From an optimization exercise on the open Yosys and OpenROAD flow, aimed at small area; shortcuts taken in it are not production practice. The RTL was checked by simulation tests, not by an equivalence proof against the original design.

==> trial 27: inputs <==
==> flow/design.v <==
module fcvt_lane (
  input  wire [31:0] x,
  input  wire [15:0] r,
  input  wire [2:0]  fmt,     
  input  wire        sr,
  output reg  [15:0] y,
  output reg  [5:0]  flags
);
  wire f_i8 = fmt[2];
  wire f_16 = !fmt[2] && !fmt[1] && !fmt[0];
  wire f_bf = !fmt[2] && !fmt[1] &&  fmt[0];
  wire f_e4 = !fmt[2] &&  fmt[1] && !fmt[0];
  wire use_sr = sr && !fmt[2] && (fmt[1] || fmt[0]);
  wire        s      = x[31];
  wire [7:0]  ex     = x[30:23];
  wire [22:0] mx     = x[22:0];
  wire        ex_max = &ex;
  wire        ex_nz  = |ex;
  wire        mx_nz  = |mx;
  wire        is_nan = ex_max && mx_nz;
  wire        is_inf = ex_max && !mx_nz;
  reg [4:0] k, lo;
  reg       norm, sat;
  always @(*) begin
    case (fmt)
      3'd0:    begin k = 5'd18; lo = 5'd0; norm = ex >= 8'd113; sat = ex < 8'd82;  end
      3'd1:    begin k = 5'd0;  lo = 5'd0; norm = ex_nz;        sat = 1'b0;        end
      3'd2:    begin k = 5'd30; lo = 5'd4; norm = ex >= 8'd121; sat = ex < 8'd94;  end
      3'd3:    begin k = 5'd23; lo = 5'd5; norm = ex >= 8'd113; sat = ex < 8'd87;  end
      default: begin k = 5'd7;  lo = 5'd0; norm = 1'b0;         sat = ex < 8'd103; end
    endcase
  end
  wire [4:0] raw = ~ex[4:0] + k;
  wire       fix = (norm && !f_i8) || f_bf;
  wire [4:0] d   = fix ? lo : (sat ? 5'd31 : raw);
  wire [23:0] v0 = {ex_nz, mx};
  wire [23:0] v1 = d[4] ? {16'd0, v0[23:16]} : v0;
  wire        j1 = d[4] && |v0[15:0];
  wire [23:0] v2 = d[3] ? {8'd0, v1[23:8]} : v1;
  wire        j2 = j1 || (d[3] && |v1[7:0]);
  wire [23:0] v3 = d[2] ? {4'd0, v2[23:4]} : v2;
  wire        j3 = j2 || (d[2] && |v2[3:0]);
  wire [23:0] v4 = d[1] ? {2'd0, v3[23:2]} : v3;
  wire        j4 = j3 || (d[1] && |v3[1:0]);
  wire [23:0] S  = d[0] ? {1'd0, v4[23:1]} : v4;
  wire        jam = j4 || (d[0] && v4[0]);
  wire lowor   = |S[11:0] || jam;
  wire guard   = f_16 ? S[12] : S[15];
  wire sticky  = lowor || (!f_16 && |S[14:12]);
  wire lsb     = f_16 ? S[13] : S[16];
  wire inexact = guard || sticky;
  wire ex_142 = (ex == 8'd142);
  wire ex_135 = (ex == 8'd135);
  wire ex_254 = (ex == 8'd254);
  reg  ovf, at_largest;
  always @(*) begin
    case (fmt)
      3'd0: begin
        ovf = (ex > 8'd142) || (ex_142 && &mx[22:12]);
        at_largest = 1'b0;
      end
      3'd1: begin
        ovf = ex_254 && &mx[22:15];
        at_largest = ex_254 && &mx[22:16];
      end
      3'd2: begin
        ovf = (ex > 8'd135) || (ex_135 && mx[22] && mx[21] && (mx[20] || mx[19]));
        at_largest = ex_135 && mx[22] && mx[21] && !mx[20];
      end
      default: begin
        ovf = (ex > 8'd142) || (ex_142 && &mx[22:20]);
        at_largest = ex_142 && mx[22] && mx[21];
      end
    endcase
  end
  wire [16:0] cy;
  assign cy[0] = 1'b0;
  genvar i;
  generate
    for (i = 0; i < 16; i = i + 1) begin : g_cy
      assign cy[i+1] = (S[i] & r[i]) | (cy[i] & (S[i] | r[i]));
    end
  endgenerate
  wire up = use_sr ? (cy[16] && !at_largest) : (guard && (sticky || lsb));
  wire ovf_x   = ovf && !ex_max;                        
  wire i_big   = !ex_max && ((ex > 8'd134) ||
                 ((ex == 8'd134) && !(s && !(|mx[22:16]) && !up)) ||
                 ((ex == 8'd133) && &mx[22:17] && up && !s));
  wire special = ex_max || (f_i8 ? i_big : ovf_x);
  wire wide    = !fmt[1] && !fmt[2];                    
  wire [4:0] e5 = {!ex[4], ex[3:0]};         
  wire [3:0] e4 = {!ex[3], ex[2:0]};         
  reg  [15:0] pk;
  always @(*) begin
    if (is_nan) begin
      case (fmt)
        3'd0:    pk = 16'h7E00;
        3'd1:    pk = 16'h7FC0;
        3'd2:    pk = 16'h007F;
        3'd3:    pk = 16'h007E;
        default: pk = 16'h0000;
      endcase
    end else if (special) begin
      case (fmt)
        3'd0:    pk = {s, 15'h7C00};
        3'd1:    pk = {s, 15'h7F80};
        3'd2:    pk = {8'd0, s, 7'h7E};
        3'd3:    pk = {8'd0, s, 7'h7C};
        default: pk = s ? 16'h0080 : 16'h007F;
      endcase
    end else begin
      case (fmt)
        3'd0:    pk = {s, norm ? e5 : 5'd0, S[22:13]};
        3'd1:    pk = {s, ex, S[22:16]};
        3'd2:    pk = {8'd0, s, norm ? e4 : 4'd0, S[18:16]};
        3'd3:    pk = {8'd0, s, norm ? e5 : 5'd0, S[17:16]};
        default: pk = {8'd0, S[23:16] ^ {8{s}}};
      endcase
    end
  end
  wire [15:0] ic;
  wire [15:0] pr;
  assign ic[0] = !special && (f_i8 ? (up ^ s) : up);
  generate
    for (i = 0; i < 16; i = i + 1) begin : g_inc
      assign pr[i] = pk[i] ^ ic[i];
      if (i == 7)
        assign ic[i+1] = pk[i] && ic[i] && !f_i8;
      else if (i < 15)
        assign ic[i+1] = pk[i] && ic[i];
    end
  endgenerate
  reg hid;
  always @(*) begin
    case (fmt)
      3'd0:    hid = pr[10];
      3'd1:    hid = pr[7];
      3'd2:    hid = pr[3];
      default: hid = pr[2];
    endcase
  end
  wire tiny = !norm && !hid;
  wire of_f  = !f_i8 && (ovf_x || (f_e4 && is_inf));
  wire sat_f = f_i8 ? (special && !is_nan) : (f_e4 && (ovf_x || is_inf));
  always @(*) begin
    y = pr;
    flags[0] = is_nan && (f_i8 || !mx[22]);
    flags[1] = 1'b0;
    flags[2] = of_f;
    flags[3] = !special && !f_i8 && inexact && tiny;
    flags[4] = (!special && inexact) || of_f || sat_f;
    flags[5] = sat_f;
  end
endmodule
module fcvt_unit (
  input  wire         clk,
  input  wire         rst,
  input  wire         in_valid,
  input  wire [2:0]   in_fmt,      
  input  wire         in_sr,       
  input  wire [127:0] in_x,        
  input  wire [63:0]  in_r,        
  output reg          out_valid,
  output reg  [63:0]  out_y,       
  output wire [23:0]  out_flags    
);
  wire [63:0] y;
  wire [23:0] flags;
  reg  [19:0] fl_q;
  genvar i;
  generate
    for (i = 0; i < 4; i = i + 1) begin : g_lane
      fcvt_lane u_lane (
        .x     (in_x[32*i +: 32]),
        .r     (in_r[16*i +: 16]),
        .fmt   (in_fmt),
        .sr    (in_sr),
        .y     (y[16*i +: 16]),
        .flags (flags[6*i +: 6])
      );
      assign out_flags[6*i +: 6] = {fl_q[5*i+4], fl_q[5*i+3], fl_q[5*i+2], fl_q[5*i+1], 1'b0, fl_q[5*i]};
      always @(posedge clk)
        fl_q[5*i +: 5] <= {flags[6*i+5], flags[6*i+4], flags[6*i+3], flags[6*i+2], flags[6*i]};
    end
  endgenerate
  always @(posedge clk) begin
    if (rst)
      out_valid <= 1'b0;
    else
      out_valid <= in_valid;
    out_y <= y;
  end
endmodule
==> flow/flow/run.sh <==
#!/bin/bash
# Own layout flow: the standard ORFS flow, with these changes:
#  - port buffers are the smallest buffer (buf_1) instead of the default;
#  - clock tree: clkbuf_8 buffers, clkbuf_16 at the root, and no dummy loads.
# Each tool's output goes to a log of its own in this folder.
set -euo pipefail
HERE=$(pwd)
rm -rf "$HERE/scripts_own"
cp -r "$FLOW_HOME/scripts" "$HERE/scripts_own"
cp "$HERE/flow/abc_area.script" "$HERE/scripts_own/abc_area.script"
OWN="SCRIPTS_DIR=$HERE/scripts_own"
CTS="CTS_ARGS=-sink_clustering_enable -repair_clock_nets -buf_list sky130_fd_sc_hd__clkbuf_8 -root_buf sky130_fd_sc_hd__clkbuf_16 -dont_use_dummy_load"
bash standard.sh "$OWN" ABC_AREA=1 ADDER_MAP_FILE= synth > "$HERE/synth.log" 2>&1
bash standard.sh "$OWN" ABC_AREA=1 ADDER_MAP_FILE= \
  "BUFFER_PORTS_ARGS=-buffer_cell sky130_fd_sc_hd__buf_1" "$CTS" finish > "$HERE/layout.log" 2>&1
test -f "$HERE/out/final.def"
==> flow/flow/abc_area.script <==
strash
&get -n
&deepsyn -T 600
&put
dch -f
amap
strash
&get -n
&deepsyn -T 600
&put
dch -f
amap
strash
rewrite
refactor
balance
rewrite -z
refactor -z
rewrite -z
balance
dch -f
amap
topo
==> flow/standard.sh <==
#!/bin/bash
# synth_recipe.tcl (not shown) runs the flow's synth.tcl, then flattens the netlist and writes it again
# the make line also repeats each setting of config.mk as NAME=value (left out here)
make -C /OpenROAD-flow-scripts/flow DESIGN_CONFIG=/design/flow/config.mk WORK_HOME=/design/flow/orfs CLKGATE_MAP_FILE= SYNTH_SCRIPT=/design/flow/synth_recipe.tcl "${@:-finish}"
==> flow/config.mk <==
export PLATFORM = sky130hd
export DESIGN_NAME = fcvt_unit
export DESIGN_NICKNAME = fcvt_unit
export VERILOG_FILES = /design/flow/design.v
export SDC_FILE = /design/flow/constraint.sdc
export NUM_CORES = 4
export LEC_CHECK = 0
export ABC_AREA = 1
export CAP_MARGIN = 20
export CORE_MARGIN = 2
export CORE_UTILIZATION = 50
export PLACE_DENSITY = 0.65
export SLEW_MARGIN = 20
==> flow/constraint.sdc <==
create_clock -name core_clock -period 20.0 [get_ports {clk}]
set_input_delay 4.0000 -clock core_clock [delete_from_list [all_inputs] [get_ports {clk}]]
set_output_delay 4.0000 -clock core_clock [all_outputs]
set_load 0.01 [all_outputs]
==> trial 7 (differences from trial 27) <==
--- a/flow/design.v
+++ b/flow/design.v
@@ -84,48 +84,21 @@
   wire up = use_sr ? (cy[16] && !at_largest) : (guard && (sticky || lsb));
-  wire ovf_x   = ovf && !ex_max;                        
-  wire i_big   = !ex_max && ((ex > 8'd134) ||
-                 ((ex == 8'd134) && !(s && !(|mx[22:16]) && !up)) ||
-                 ((ex == 8'd133) && &mx[22:17] && up && !s));
-  wire special = ex_max || (f_i8 ? i_big : ovf_x);
-  wire wide    = !fmt[1] && !fmt[2];                    
   wire [4:0] e5 = {!ex[4], ex[3:0]};         
   wire [3:0] e4 = {!ex[3], ex[2:0]};         
-  reg  [15:0] pk;
+  reg  [14:0] pk;
   always @(*) begin
-    if (is_nan) begin
-      case (fmt)
-        3'd0:    pk = 16'h7E00;
-        3'd1:    pk = 16'h7FC0;
-        3'd2:    pk = 16'h007F;
-        3'd3:    pk = 16'h007E;
-        default: pk = 16'h0000;
-      endcase
-    end else if (special) begin
-      case (fmt)
-        3'd0:    pk = {s, 15'h7C00};
-        3'd1:    pk = {s, 15'h7F80};
-        3'd2:    pk = {8'd0, s, 7'h7E};
-        3'd3:    pk = {8'd0, s, 7'h7C};
-        default: pk = s ? 16'h0080 : 16'h007F;
-      endcase
-    end else begin
-      case (fmt)
-        3'd0:    pk = {s, norm ? e5 : 5'd0, S[22:13]};
-        3'd1:    pk = {s, ex, S[22:16]};
-        3'd2:    pk = {8'd0, s, norm ? e4 : 4'd0, S[18:16]};
-        3'd3:    pk = {8'd0, s, norm ? e5 : 5'd0, S[17:16]};
-        default: pk = {8'd0, S[23:16] ^ {8{s}}};
-      endcase
-    end
+    case (fmt)
+      3'd0:    pk = {norm ? e5 : 5'd0, S[22:13]};
+      3'd1:    pk = {ex, S[22:16]};
+      3'd2:    pk = {8'd0, norm ? e4 : 4'd0, S[18:16]};
+      3'd3:    pk = {8'd0, norm ? e5 : 5'd0, S[17:16]};
+      default: pk = {7'd0, S[23:16] ^ {8{s}}};
+    endcase
   end
   wire [15:0] ic;
-  wire [15:0] pr;
-  assign ic[0] = !special && (f_i8 ? (up ^ s) : up);
+  wire [14:0] pr;
+  assign ic[0] = f_i8 ? (up ^ s) : up;
   generate
-    for (i = 0; i < 16; i = i + 1) begin : g_inc
-      assign pr[i] = pk[i] ^ ic[i];
-      if (i == 7)
-        assign ic[i+1] = pk[i] && ic[i] && !f_i8;
-      else if (i < 15)
-        assign ic[i+1] = pk[i] && ic[i];
+    for (i = 0; i < 15; i = i + 1) begin : g_inc
+      assign pr[i]   = pk[i] ^ ic[i];
+      assign ic[i+1] = pk[i] & ic[i];
     end
@@ -141,13 +114,42 @@
   end
-  wire tiny = !norm && !hid;
-  wire of_f  = !f_i8 && (ovf_x || (f_e4 && is_inf));
-  wire sat_f = f_i8 ? (special && !is_nan) : (f_e4 && (ovf_x || is_inf));
+  wire tiny  = !norm && !hid;
+  wire i_big = (ex > 8'd134) || (s ^ (pr[7] || ic[8]));
   always @(*) begin
-    y = pr;
-    flags[0] = is_nan && (f_i8 || !mx[22]);
-    flags[1] = 1'b0;
-    flags[2] = of_f;
-    flags[3] = !special && !f_i8 && inexact && tiny;
-    flags[4] = (!special && inexact) || of_f || sat_f;
-    flags[5] = sat_f;
+    y = 16'd0;
+    flags = 6'd0;
+    if (f_i8) begin
+      if (is_nan) begin
+        flags[0] = 1'b1;
+      end else if (is_inf || i_big) begin
+        y = s ? 16'h0080 : 16'h007F;
+        flags[4] = 1'b1;
+        flags[5] = 1'b1;
+      end else begin
+        y = {8'd0, pr[7:0]};
+        flags[4] = inexact;
+      end
+    end else if (is_nan) begin
+      case (fmt)
+        3'd0:    y = 16'h7E00;
+        3'd1:    y = 16'h7FC0;
+        3'd2:    y = 16'h007F;
+        default: y = 16'h007E;
+      endcase
+      flags[0] = !mx[22];
+    end else if (is_inf || ovf) begin
+      case (fmt)
+        3'd0:    y = {s, 15'h7C00};
+        3'd1:    y = {s, 15'h7F80};
+        3'd2:    y = {8'd0, s, 7'h7E};
+        default: y = {8'd0, s, 7'h7C};
+      endcase
+      flags[2] = f_e4 || !is_inf;
+      flags[4] = f_e4 || !is_inf;
+      flags[5] = f_e4;
+    end else begin
+      if (fmt[1]) y = {8'd0, s, pr[6:0]};
+      else        y = {s, pr};
+      flags[4] = inexact;
+      flags[3] = inexact && tiny;
+    end
   end
==> flow/flow/run.sh (replaced) <==
#!/bin/bash
# Own layout flow: the standard ORFS flow, with two changes:
#  - synthesis maps with an area-oriented ABC script (flow/abc_area.script)
#    and without the fixed half/full-adder cell mapping;
#  - port buffers are the smallest buffer (buf_1) instead of the default.
# Each tool's output goes to a log of its own in this folder.
set -euo pipefail
HERE=$(pwd)
rm -rf "$HERE/scripts_own"
cp -r "$FLOW_HOME/scripts" "$HERE/scripts_own"
cp "$HERE/flow/abc_area.script" "$HERE/scripts_own/abc_area.script"
OWN="SCRIPTS_DIR=$HERE/scripts_own"
bash standard.sh "$OWN" ABC_AREA=1 ADDER_MAP_FILE= synth > "$HERE/synth.log" 2>&1
bash standard.sh "$OWN" ABC_AREA=1 ADDER_MAP_FILE= \
  "BUFFER_PORTS_ARGS=-buffer_cell sky130_fd_sc_hd__buf_1" finish > "$HERE/layout.log" 2>&1
test -f "$HERE/out/final.def"
==> flow/flow/abc_area.script (replaced) <==
strash
rewrite
refactor
balance
rewrite -z
refactor -z
rewrite -z
balance
dch -f
amap
topo
- CORE_UTILIZATION: 50 -> 60
- PLACE_DENSITY: 0.65 -> 0.7
==> trial 68 (differences from trial 27) <==
==> flow/flow/abc_area.script (replaced) <==
strash
&get -n
&deepsyn -T 1500
&put
dch -f
amap
strash
rewrite
refactor
balance
rewrite -z
refactor -z
rewrite -z
balance
dch -f
amap
topo
==> notes <==
In trial 68 the via count is lower than in trial 7, by 11%.
Non-clock buffer count: trial 27 is lower than trial 7 (11).
Against trial 68, the area after synthesis of trial 27 is lower by about 1.7%.
Against trial 7, the maximum frequency of trial 27 is higher by 2.6%.
Wire length, highest first: trial 68, trial 7, trial 27.
Die area, highest first: trial 68, trial 27, trial 7.

-- re-timing with driven ports --
No port has a modelled driver above. Below, the same layouts with a new extraction and two added sets of constraints.
Step 1 (the two cells are an assumption about what drives the block):
set clk [get_ports {clk}]
set_driving_cell -lib_cell sky130_fd_sc_hd__clkbuf_16 $clk
set_driving_cell -lib_cell sky130_fd_sc_hd__buf_2 [delete_from_list [all_inputs] $clk]
Step 2 adds t to the input delays and takes it off the output delays; t is the mean of the earliest and latest rising clock arrival at the registers after step 1. Input paths then give back, and output paths get back, about the clock's delay inside the block.
Three values: ideal ports, drivers, drivers and shift; two values: the first two.
run	t, ns	slack for setup (ns)	latest minus earliest clock arrival (ns)
trial 27	0.392	4.074 / 4.095 / 3.703	0.009 / 0.009
trial 7	0.395	3.653 / 3.671 / 3.276	0.010 / 0.010
trial 68	0.394	3.381 / 3.409 / 3.015	0.023 / 0.023
After both steps setup and hold are still met in every run listed. The setup slack of trial 7, which loses most, moves by +0.018 ns with the drivers and by -0.377 ns with both steps.
